This design comes from an exercise in tuning for small area and a short achievable clock period on the open sky130 flow, not from production work. In this exercise RTL edits were held to simulation tests only and were not proved equivalent to the original.

==> flow/design.v (excerpt) <==
module vec_fma (
    input  wire        clk,
    input  wire        rst,
    input  wire        in_valid,
    input  wire [31:0] in_a,
    input  wire [31:0] in_b,
    input  wire [31:0] in_c,
    output reg         out_valid,
    output reg  [31:0] out_r
);
    reg        s0_valid;
    reg [31:0] s0_a, s0_b, s0_c;
    wire [25:0] ibx = {2'b00, in_b[30:23] != 8'd0, in_b[22:0]};
    wire [12:0] e_one, e_two;
    wire [12:0] e_neg;
    genvar gk;
    generate
        for (gk = 0; gk < 13; gk = gk + 1) begin : g_benc
            wire x2 = ibx[2*gk+1];
            wire x1 = ibx[2*gk];
            wire x0 = (gk == 0) ? 1'b0 : ibx[2*gk-1];
            assign e_one[gk] = x1 ^ x0;
            assign e_two[gk] = (x2 & ~x1 & ~x0) | (~x2 & x1 & x0);
            assign e_neg[gk] = x2;
        end
    endgenerate
    reg [12:0] s0_one, s0_two;
    reg [11:0] s0_neg;
    reg        s0_afz, s0_bfz, s0_cfz, s0_aez, s0_bez, s0_cez;
    always @(posedge clk) begin
        if (rst) s0_valid <= 1'b0;
        else     s0_valid <= in_valid;
        s0_a <= in_a;
        s0_b <= in_b;
        s0_c <= in_c;
        s0_one <= e_one;
        s0_two <= e_two;
        s0_neg <= e_neg[11:0];
        s0_afz <= (in_a[22:0] == 23'd0);
        s0_bfz <= (in_b[22:0] == 23'd0);
  ...
Settings: LEC_CHECK=0, ABC_AREA=1, CAP_MARGIN=20, CORE_MARGIN=2, CORE_UTILIZATION=60, SLEW_MARGIN=20; clock period 25.0 ns.
standard.sh (not shown) runs the stock make flow with config.mk's settings and CLKGATE_MAP_FILE= SYNTH_SCRIPT=/design/flow/synth_recipe.tcl, a recipe that flattens the netlist after the stock synthesis.
==> flow/flow/run.sh <==
#!/bin/bash
# Standard ORFS layout, with repair_timing aiming for setup slack of at
# least 18 ns at the design's clock period.
set -euo pipefail
bash standard.sh SETUP_SLACK_MARGIN=18 finish > standard.log 2>&1
The first run completed without violations.
Change:
==> flow/flow/run.sh (replaced) <==
#!/bin/bash
# Standard ORFS layout, with repair_timing aiming for setup slack of at
# least 19 ns at the design's clock period.
set -euo pipefail
bash standard.sh SETUP_SLACK_MARGIN=19 finish > standard.log 2>&1
- CORE_UTILIZATION: 60 -> 40
- synthesized cell count stays the same
- via count grows slightly
- worst setup slack gains 0.64 ns
- cell count grows by a little under a tenth
- cell area grows by a few percent
- sequential share of layout area shrinks by 0.87 points
Change:
==> flow/flow/run.sh (replaced) <==
#!/bin/bash
# Standard ORFS layout, with repair_timing aiming for setup slack of at
# least 18 ns at the design's clock period.
set -euo pipefail
bash standard.sh SETUP_SLACK_MARGIN=18 finish > standard.log 2>&1
After rerunning: The new run completed with no timing, DRC or antenna violations. Core utilization is lower by 2.2 points. Cell count came out lower by about 1.4%. Hold slack stays flat.
Change:
==> flow/flow/run.sh (replaced) <==
#!/bin/bash
# Standard ORFS layout; repair_timing aims for a setup slack of at least
# 19 ns at the design's clock period.
set -euo pipefail
bash standard.sh SETUP_SLACK_MARGIN=19 'BUFFER_PORTS_ARGS=-buffer_cell sky130_fd_sc_hd__buf_2' finish > standard.log 2>&1
What happened:
- The new run finished with timing, DRC and antenna clean
- routed wire length went up by 4.0%
- cell count increases by 1.9%
- setup slack improves by 0.62 ns
- core utilization climbs by 2.4 points
Change:
==> flow/flow/run.sh (replaced) <==
#!/bin/bash
# Standard ORFS layout, with repair_timing aiming for setup slack of at
# least 17 ns at the design's clock period.
set -euo pipefail
bash standard.sh SETUP_SLACK_MARGIN=17 finish > standard.log 2>&1
Result: The changed run produced a clean layout; synthesized cell count stays the same; cell area shrinks by 6.1%; sequential share of layout area rises by 0.82 points; area after synthesis is unchanged.
Change:
==> flow/flow/run.sh (replaced) <==
#!/bin/bash
# Standard ORFS layout; repair_timing aims for a setup slack of at least
# 19 ns at the design's clock period.
set -euo pipefail
bash standard.sh SETUP_SLACK_MARGIN=19  finish > standard.log 2>&1
- CTS_BUF_LIST: unset -> sky130_fd_sc_hd__clkbuf_8
Outcome: Global-route usage climbs by 1.2 points; setup slack improves by 1.2 ns; die area is unchanged; clock skew climbs by 0.048 ns; sequential share of layout area drops by 0.72 points; first-iteration DRC count climbs by 11%; cell area climbs by 5.9%; worst hold slack degrades by 0.019 ns.


== run 1 ==
Another version of the RTL of vec_fma (not shown whole).
Size: ~6000 cells after synthesis, ~360 flip-flops, about 130 I/O pins.
export LEC_CHECK = 0
export ABC_AREA = 1
export CAP_MARGIN = 20
export CORE_MARGIN = 2
export CORE_UTILIZATION = 40
export SLEW_MARGIN = 20
create_clock -name core_clock -period 25.0 [get_ports {clk}]
==> flow/flow/run.sh <==
#!/bin/bash
# Standard ORFS layout; repair_timing aims for a setup slack of at least
# 18.95 ns at the design's clock period.
set -euo pipefail
bash standard.sh SETUP_SLACK_MARGIN=18.95  finish > standard.log 2>&1
Inputs modified between run 1 and run 2:
- TNS_END_PERCENT newly set to 0
==> flow/flow/run.sh <==
#!/bin/bash
# Standard ORFS layout; repair_timing aims for a setup slack of at least
# 19 ns at the design's clock period.
set -euo pipefail
bash standard.sh SETUP_SLACK_MARGIN=19  finish > standard.log 2>&1
## What came out
Run 2 — share of the final layout cell area in sequential cells 0.20 points higher, run 1 as reference
Changes observed in run 2 relative to run 1: number of vias after detailed routing now sits lower, first-iteration DRC count now sits lower, count of cell types in the netlist comparable.
The number of instances resized during post-cts repair in run 2 is 0.867 times that in run 1.
Setup changes, run 2 to run 3
- an added PLACE_DENSITY of 0.7
- a change of CORE_UTILIZATION from 40 to 50
- a deleted TNS_END_PERCENT that had been 0
Notes after the runs:
Diff run 2 -> run 3 | largest fanout on the critical path | decrease of 1. Diff run 2..run 3 | number of sequential cells | unchanged. Summary of run 3 over run 2: synthesis-to-finish area growth rose by 1.3 points, clock skew now sits higher, final area rose 1.1%.
Changes in run 4 relative to run 3:
- swapping 50 for 40 in CORE_UTILIZATION
- clearing PLACE_DENSITY, which used to be 0.7
[summary]
Taking run 3 as the reference, in run 4 met2 usage in global routing down 12 points; hold slack fell by 0.074 ns; flip-flop and latch area roughly the same. Between run 4 and run 3, it is run 4 whose fraction of layout cells with a size suffix above 1 is lower, by 0.36 points. On area of the die: run 4 sits above run 3.


try-delta:
vec_fma, a different RTL version from the one above (not shown whole).
Size in the first run: about 360 flip-flops, about 46,000 sq um of cells after synthesis.
Settings: LEC_CHECK=0, ABC_AREA=0, CAP_MARGIN=20, CORE_MARGIN=2, CORE_UTILIZATION=40, SLEW_MARGIN=20; clock period 25.0 ns.
==> flow/flow/run.sh <==
#!/bin/bash
# Standard ORFS layout; repair_timing aims for a setup slack of at least
# 18.95 ns at the design's clock period.
set -euo pipefail
bash standard.sh SETUP_SLACK_MARGIN=18.95 'BUFFER_PORTS_ARGS=-buffer_cell sky130_fd_sc_hd__buf_2' finish > standard.log 2>&1
### try-delta -> try-yarrow
# try-delta
export LEC_CHECK = 0
export ABC_AREA = 0
export CAP_MARGIN = 20
export CORE_MARGIN = 2
export CORE_UTILIZATION = 40
export SLEW_MARGIN = 20
create_clock -name core_clock -period 25.0 [get_ports {clk}]
# try-yarrow
export LEC_CHECK = 0
export ABC_AREA = 1
export CAP_MARGIN = 20
export CORE_MARGIN = 2
export CORE_UTILIZATION = 40
export CTS_CLUSTER_DIAMETER = 120
export CTS_CLUSTER_SIZE = 24
export SLEW_MARGIN = 20
create_clock -name core_clock -period 25.0 [get_ports {clk}]
==> flow/flow/run.sh <==
#!/bin/bash
# Standard ORFS layout; repair_timing aims for a setup slack of at least
# 19.1 ns at the design's clock period.
set -euo pipefail
bash standard.sh SETUP_SLACK_MARGIN=19.1 'BUFFER_PORTS_ARGS=-buffer_cell sky130_fd_sc_hd__buf_2' finish > standard.log 2>&1
Findings:
Post-place setup slack sits higher in try-yarrow than in try-delta. Going from try-delta to try-yarrow, the non-clock buffer count was found to have gone down by 99. Compared with try-delta, in try-yarrow wire length of the first global-routing pass -46,000 microns, full die area -about 11%. Row first-pass iteration count of the detailed router: try-yarrow higher / try-delta lower. In the tables for try-delta and try-yarrow, instance count of the mapped netlist reads higher with try-delta. Comparing try-delta and try-yarrow, the higher register fraction of the total cell area is on try-yarrow. In try-yarrow the post-route clock period utilization turned out 2.6 points lower than in try-delta. The share of synthesized area occupied by flip-flops and latches of try-yarrow exceeds that of try-delta by 1.9 points. Summary of the comparison: total detailed-routing wirelength is lower in try-yarrow, relative to try-delta.
What try-indigo does differently from try-yarrow at the input level:
# try-yarrow
export LEC_CHECK = 0
export ABC_AREA = 1
export CAP_MARGIN = 20
export CORE_MARGIN = 2
export CORE_UTILIZATION = 40
export CTS_CLUSTER_DIAMETER = 120
export CTS_CLUSTER_SIZE = 24
export SLEW_MARGIN = 20
create_clock -name core_clock -period 25.0 [get_ports {clk}]
# try-indigo
export LEC_CHECK = 0
export ABC_AREA = 1
export CAP_MARGIN = 20
export CORE_MARGIN = 2
export CORE_UTILIZATION = 40
export SLEW_MARGIN = 20
create_clock -name core_clock -period 25.0 [get_ports {clk}]
==> flow/flow/run.sh <==
#!/bin/bash
# Standard ORFS layout; repair_timing aims for a setup slack of at least
# 18.95 ns at the design's clock period.
set -euo pipefail
bash standard.sh SETUP_SLACK_MARGIN=18.95 'BUFFER_PORTS_ARGS=-buffer_cell sky130_fd_sc_hd__buf_2' finish > standard.log 2>&1
[summary]
- Taking try-yarrow as the reference, in try-indigo routed wire length fell 1.5%, synthesized area about even, layout overhead on the synthesized area decreased by 0.65 points relative to the old numbers, met2 layer wire length in the routed design lost 1900 microns.
- Detailed-router iteration count before antenna repair ends up higher on try-yarrow.
- try-indigo against try-yarrow: number of clock buffer instances in the layout moved up; global-route usage moved down; starting density of the core level; final design instance area without fill moved down.
Input-level comparison between try-garnet and try-indigo:
# try-indigo
export LEC_CHECK = 0
export ABC_AREA = 1
export CAP_MARGIN = 20
export CORE_MARGIN = 2
export CORE_UTILIZATION = 40
export SLEW_MARGIN = 20
create_clock -name core_clock -period 25.0 [get_ports {clk}]
# try-garnet
export LEC_CHECK = 0
export ABC_AREA = 1
export CAP_MARGIN = 20
export CORE_MARGIN = 2
export CORE_UTILIZATION = 40
export CTS_CLUSTER_DIAMETER = 110
export CTS_CLUSTER_SIZE = 27
export SLEW_MARGIN = 20
create_clock -name core_clock -period 25.0 [get_ports {clk}]
==> flow/flow/run.sh <==
#!/bin/bash
# Standard ORFS layout; repair_timing aims for a setup slack of at least
# 19.15 ns at the design's clock period.
set -euo pipefail
bash standard.sh SETUP_SLACK_MARGIN=19.15 'BUFFER_PORTS_ARGS=-buffer_cell sky130_fd_sc_hd__buf_2' finish > standard.log 2>&1
Results
- In try-garnet relative to try-indigo, via count of the first global-routing pass had gone up slightly.
- Sequential cell area in the final layout is lower on try-indigo
- try-indigo -> try-garnet: fraction of area in registers flat
- The post-detailed-placement cell area on try-indigo is in line with that on try-garnet.


## job 7748
Another version of the RTL of vec_fma (not shown whole).
Size: ~380 flip-flops, about 130 I/O pins.
export LEC_CHECK = 0
export ABC_AREA = 1
export CAP_MARGIN = 20
export CORE_MARGIN = 2
export CORE_UTILIZATION = 40
export SLEW_MARGIN = 20
create_clock -name core_clock -period 25.0 [get_ports {clk}]
==> flow/flow/run.sh <==
#!/bin/bash
# Standard ORFS layout; repair_timing aims for a setup slack of at least
# 19 ns at the design's clock period.
set -euo pipefail
bash standard.sh SETUP_SLACK_MARGIN=19  finish > standard.log 2>&1
Job 7748: all stages complete, timing, DRC and antenna checks passed
[inputs] job 9142 vs job 7748
-- flow/flow/run.sh --
<<< job 7748, line 4
set -euo pipefail
bash standard.sh SETUP_SLACK_MARGIN=19  finish > standard.log 2>&1
>>> job 9142, line 4
set -euo pipefail
bash standard.sh SETUP_SLACK_MARGIN=19 RECOVER_POWER=100 finish > standard.log 2>&1
[summary]
To summarise job 9142: no stage aborted, but the layout did not pass its checks, failing on capacitance limit, slew limit. Compared with job 7748, job 9142 shows register cell area after layout that has gone down slightly. Going from job 7748 to job 9142, critical path depth grows by 29.


vec_fma, a different RTL version from the one above (not shown whole).
Size: roughly 5900 cells after synthesis, about 370 flip-flops, ~130 I/O pins.
Design vec_fma, start of the top module:
module vec_fma (
    input  wire        clk,
    input  wire        rst,
    input  wire        in_valid,
    input  wire [31:0] in_a,
    input  wire [31:0] in_b,
    input  wire [31:0] in_c,
    output reg         out_valid,
    output reg  [31:0] out_r
);
    reg        s0_valid;
    reg [31:0] s0_a, s0_b, s0_c;
    reg        s0_afz, s0_bfz, s0_cfz, s0_aez, s0_bez, s0_cez;
    wire [25:0] ibx = {2'b00, in_b[30:23] != 8'd0, in_b[22:0]};
    wire [12:0] e_one, e_two;
    wire [12:0] e_neg;
    genvar gk;
    generate
        for (gk = 0; gk < 13; gk = gk + 1) begin : g_benc
            wire x2 = ibx[2*gk+1];
            wire x1 = ibx[2*gk];
            wire x0 = (gk == 0) ? 1'b0 : ibx[2*gk-1];
            assign e_one[gk] = x1 ^ x0;
            assign e_two[gk] = (x2 & ~x1 & ~x0) | (~x2 & x1 & x0);
            assign e_neg[gk] = x2;
        end
    endgenerate
    reg [12:0] s0_one, s0_two;
    reg [11:0] s0_neg;
    always @(posedge clk) begin
        if (rst) s0_valid <= 1'b0;
        else     s0_valid <= in_valid;
  ...
Settings: LEC_CHECK=0, ABC_AREA=1, CAP_MARGIN=20, CORE_MARGIN=2, CORE_UTILIZATION=50, CTS_CLUSTER_DIAMETER=120, CTS_CLUSTER_SIZE=24, SLEW_MARGIN=20; clock period 25.0 ns.
==> flow/flow/run.sh <==
#!/bin/bash
# Standard ORFS layout; repair_timing aims for a setup slack of at least
# 18.95 ns at the design's clock period.
set -euo pipefail
bash standard.sh SETUP_SLACK_MARGIN=18.95 'BUFFER_PORTS_ARGS=-buffer_cell sky130_fd_sc_hd__buf_2' finish > standard.log 2>&1
The first run completed with no timing, DRC or antenna violations.
Next try:
==> flow/flow/run.sh (replaced) <==
#!/bin/bash
# Standard ORFS layout; repair_timing aims for a setup slack of at least
# 18.9 ns at the design's clock period.
set -euo pipefail
bash standard.sh SETUP_SLACK_MARGIN=18.9 'BUFFER_PORTS_ARGS=-buffer_cell sky130_fd_sc_hd__buf_2' finish > standard.log 2>&1
CORE_UTILIZATION = 40   (was 50)
Clock-buffer cell count drops by 3.
Synthesized cell count is unchanged.
Die area climbs by a quarter to a third.
Global-route usage drops by 7.5 points.
Clock skew drops by 12 ps.
Setup slack is worse by 14 ps.
Next try:
CORE_UTILIZATION = 45   (was 40)
Effect: The new run went through all stages and came out clean; setup slack gains 22 ps; design area goes down by 0.75%; sequential cell count does not change; via count barely changes.


## v15
vec_fma again, from the RTL that the note above started with.
clock: 25.0 ns
lec_check: 0
abc_area: 1
cap_margin: 20
core_margin: 2
core_utilization: 40
cts_cluster_diameter: 120
cts_cluster_size: 24
slew_margin: 20
tns_end_percent: 50
==> flow/flow/run.sh <==
#!/bin/bash
# Standard ORFS layout; repair_timing aims for a setup slack of at least
# 18.95 ns at the design's clock period.
set -euo pipefail
bash standard.sh SETUP_SLACK_MARGIN=18.95 'BUFFER_PORTS_ARGS=-buffer_cell sky130_fd_sc_hd__buf_2' finish > standard.log 2>&1
v15: all stages complete, timing, DRC and antenna checks passed
> inputs changed (v15 -> v48)
diff --git a/flow/config.mk b/flow/config.mk
--- a/flow/config.mk
+++ b/flow/config.mk
@@ -13,3 +13,2 @@
 export CTS_CLUSTER_SIZE = 24
 export SLEW_MARGIN = 20
-export TNS_END_PERCENT = 50
Findings:
Number of clock-tree buffers in the layout came out exactly the same in v48 and v15.
Diff v48..v15 | cell area | negligible
Looking at slowest library cell on the worst path, the sky130_fd_sc_hd__dfxtp_2 result is from v48; the sky130_fd_sc_hd__dfxtp_1 one comes from v15.
The average wire length per cell after detail routing of v48 and that of v15 are within noise of each other.
Net count reported at finish across v48 and v15: no real change.
On post-route clock period utilization, v48 and v15 are basically level.
Between v48 and v15, the difference in synthesis-to-layout area growth is negligible.
The faster design of the two is v48; v15 tops out lower.
The run showing the greater minimum period implied by the final worst setup slack is v15.
Delta (v48 minus v15): portion of the layout cell area used by non-clock buffers level, sequential standard cell area moved up.
Changes in v30 relative to v48:
diff --git a/flow/config.mk b/flow/config.mk
--- a/flow/config.mk
+++ b/flow/config.mk
@@ -10,5 +10,3 @@
 export CORE_MARGIN = 2
 export CORE_UTILIZATION = 40
-export CTS_CLUSTER_DIAMETER = 120
-export CTS_CLUSTER_SIZE = 24
 export SLEW_MARGIN = 20
Notes after the runs:
Between v30 and v48, it is v30 whose global-route usage is higher, by 0.28 points. v30 vs v48, timing endpoint of the critical path: out_r[18] vs out_r[22]. v30 against v48: number of vias in the routed layout now sits at about the same level; minimum clock period after layout now sits lower; design area now sits higher.
Changes in v53 relative to v30:
diff --git a/flow/config.mk b/flow/config.mk
--- a/flow/config.mk
+++ b/flow/config.mk
@@ -9,4 +9,6 @@
 export CAP_MARGIN = 20
 export CORE_MARGIN = 2
-export CORE_UTILIZATION = 40
+export CORE_UTILIZATION = 45
+export CTS_CLUSTER_DIAMETER = 120
+export CTS_CLUSTER_SIZE = 24
 export SLEW_MARGIN = 20
[summary]
v53: done, clean on timing, DRC and antenna
Compared with v30, v53 shows detailed-route wire length higher by about 1.4%.
Diff v30 -> v53: minimum clock period after layout has decreased; number of global-route vias before repair lost about 0.9%; total CTS buffers decreased by 24 relative to the old numbers.

-- port drivers added, routing unchanged --
No port has a modelled driver above. Below, the same layouts with a new extraction and two added sets of constraints. Step 1: set_driving_cell puts a clkbuf_16 on clk and a buf_2 on each other input, an assumption about the parent block. Step 2 also shifts input and output timing later by t, the mid clock arrival at the registers, as if the neighbouring blocks saw the same clock. a / b / c = no drivers / after step 1 / after step 2; a / b = the first two.
| run | t, ns | slack for setup (ns) | worst setup path after step 2 | latest minus earliest clock arrival (ns) |
|---|---|---|---|---|
| the first run of note 1 | 0.665 | 18.310 / 18.310 / 18.256 | input to register | 0.030 / 0.030 |
| the second run of note 1 | 0.680 | 18.946 / 18.876 / 18.433 | input to register | 0.018 / 0.018 |
| the third run of note 1 | 0.680 | 18.330 / 18.330 / 17.890 | input to register | 0.015 / 0.014 |
| the fourth run of note 1 | 0.696 | 18.948 / 18.873 / 18.615 | input to register | 0.021 / 0.020 |
| the fifth run of note 1 | 0.683 | 17.642 / 17.642 / 17.642 | register to register | 0.014 / 0.014 |
| the sixth run of note 1 | 0.787 | 18.850 / 18.778 / 18.394 | input to register | 0.063 / 0.064 |
| run 1 | 0.703 | 18.926 / 18.859 / 18.440 | input to register | 0.059 / 0.060 |
| run 2 | 0.706 | 18.898 / 18.844 / 18.222 | input to register | 0.044 / 0.044 |
| run 3 | 0.694 | 18.934 / 18.867 / 18.414 | input to register | 0.057 / 0.057 |
| run 4 | 0.695 | 18.928 / 18.860 / 18.441 | input to register | 0.050 / 0.049 |
| try-delta | 0.693 | 18.306 / 18.306 / 18.306 | register to register | 0.034 / 0.033 |
| try-yarrow | 0.674 | 18.955 / 18.891 / 18.786 | input to register | 0.042 / 0.041 |
| try-indigo | 0.682 | 18.904 / 18.840 / 18.803 | input to register | 0.028 / 0.028 |
| try-garnet | 0.705 | 18.919 / 18.851 / 18.743 | input to register | 0.036 / 0.036 |
| job 7748 | 0.684 | 18.934 / 18.862 / 18.428 | input to register | 0.048 / 0.048 |
| job 9142 | 0.681 | 13.882 / 13.882 / 13.882 | register to register | 0.047 / 0.047 |
| the first run of note 5 | 0.667 | 18.943 / 18.875 / 18.327 | input to register | 0.037 / 0.037 |
| the second run of note 5 | 0.699 | 18.928 / 18.854 / 18.474 | input to register | 0.036 / 0.036 |
| the third run of note 5 | 0.672 | 18.950 / 18.882 / 18.447 | input to register | 0.036 / 0.035 |
| v15 | 0.703 | 18.897 / 18.823 / 18.444 | input to register | 0.030 / 0.030 |
| v48 | 0.702 | 18.923 / 18.849 / 18.429 | input to register | 0.033 / 0.033 |
| v30 | 0.693 | 18.944 / 18.870 / 18.452 | input to register | 0.040 / 0.040 |
| v53 | 0.677 | 18.959 / 18.889 / 18.420 | input to register | 0.046 / 0.046 |
For run 2, which loses most, drivers alone change the setup slack by -0.054 ns; drivers and shift together by -0.676 ns.
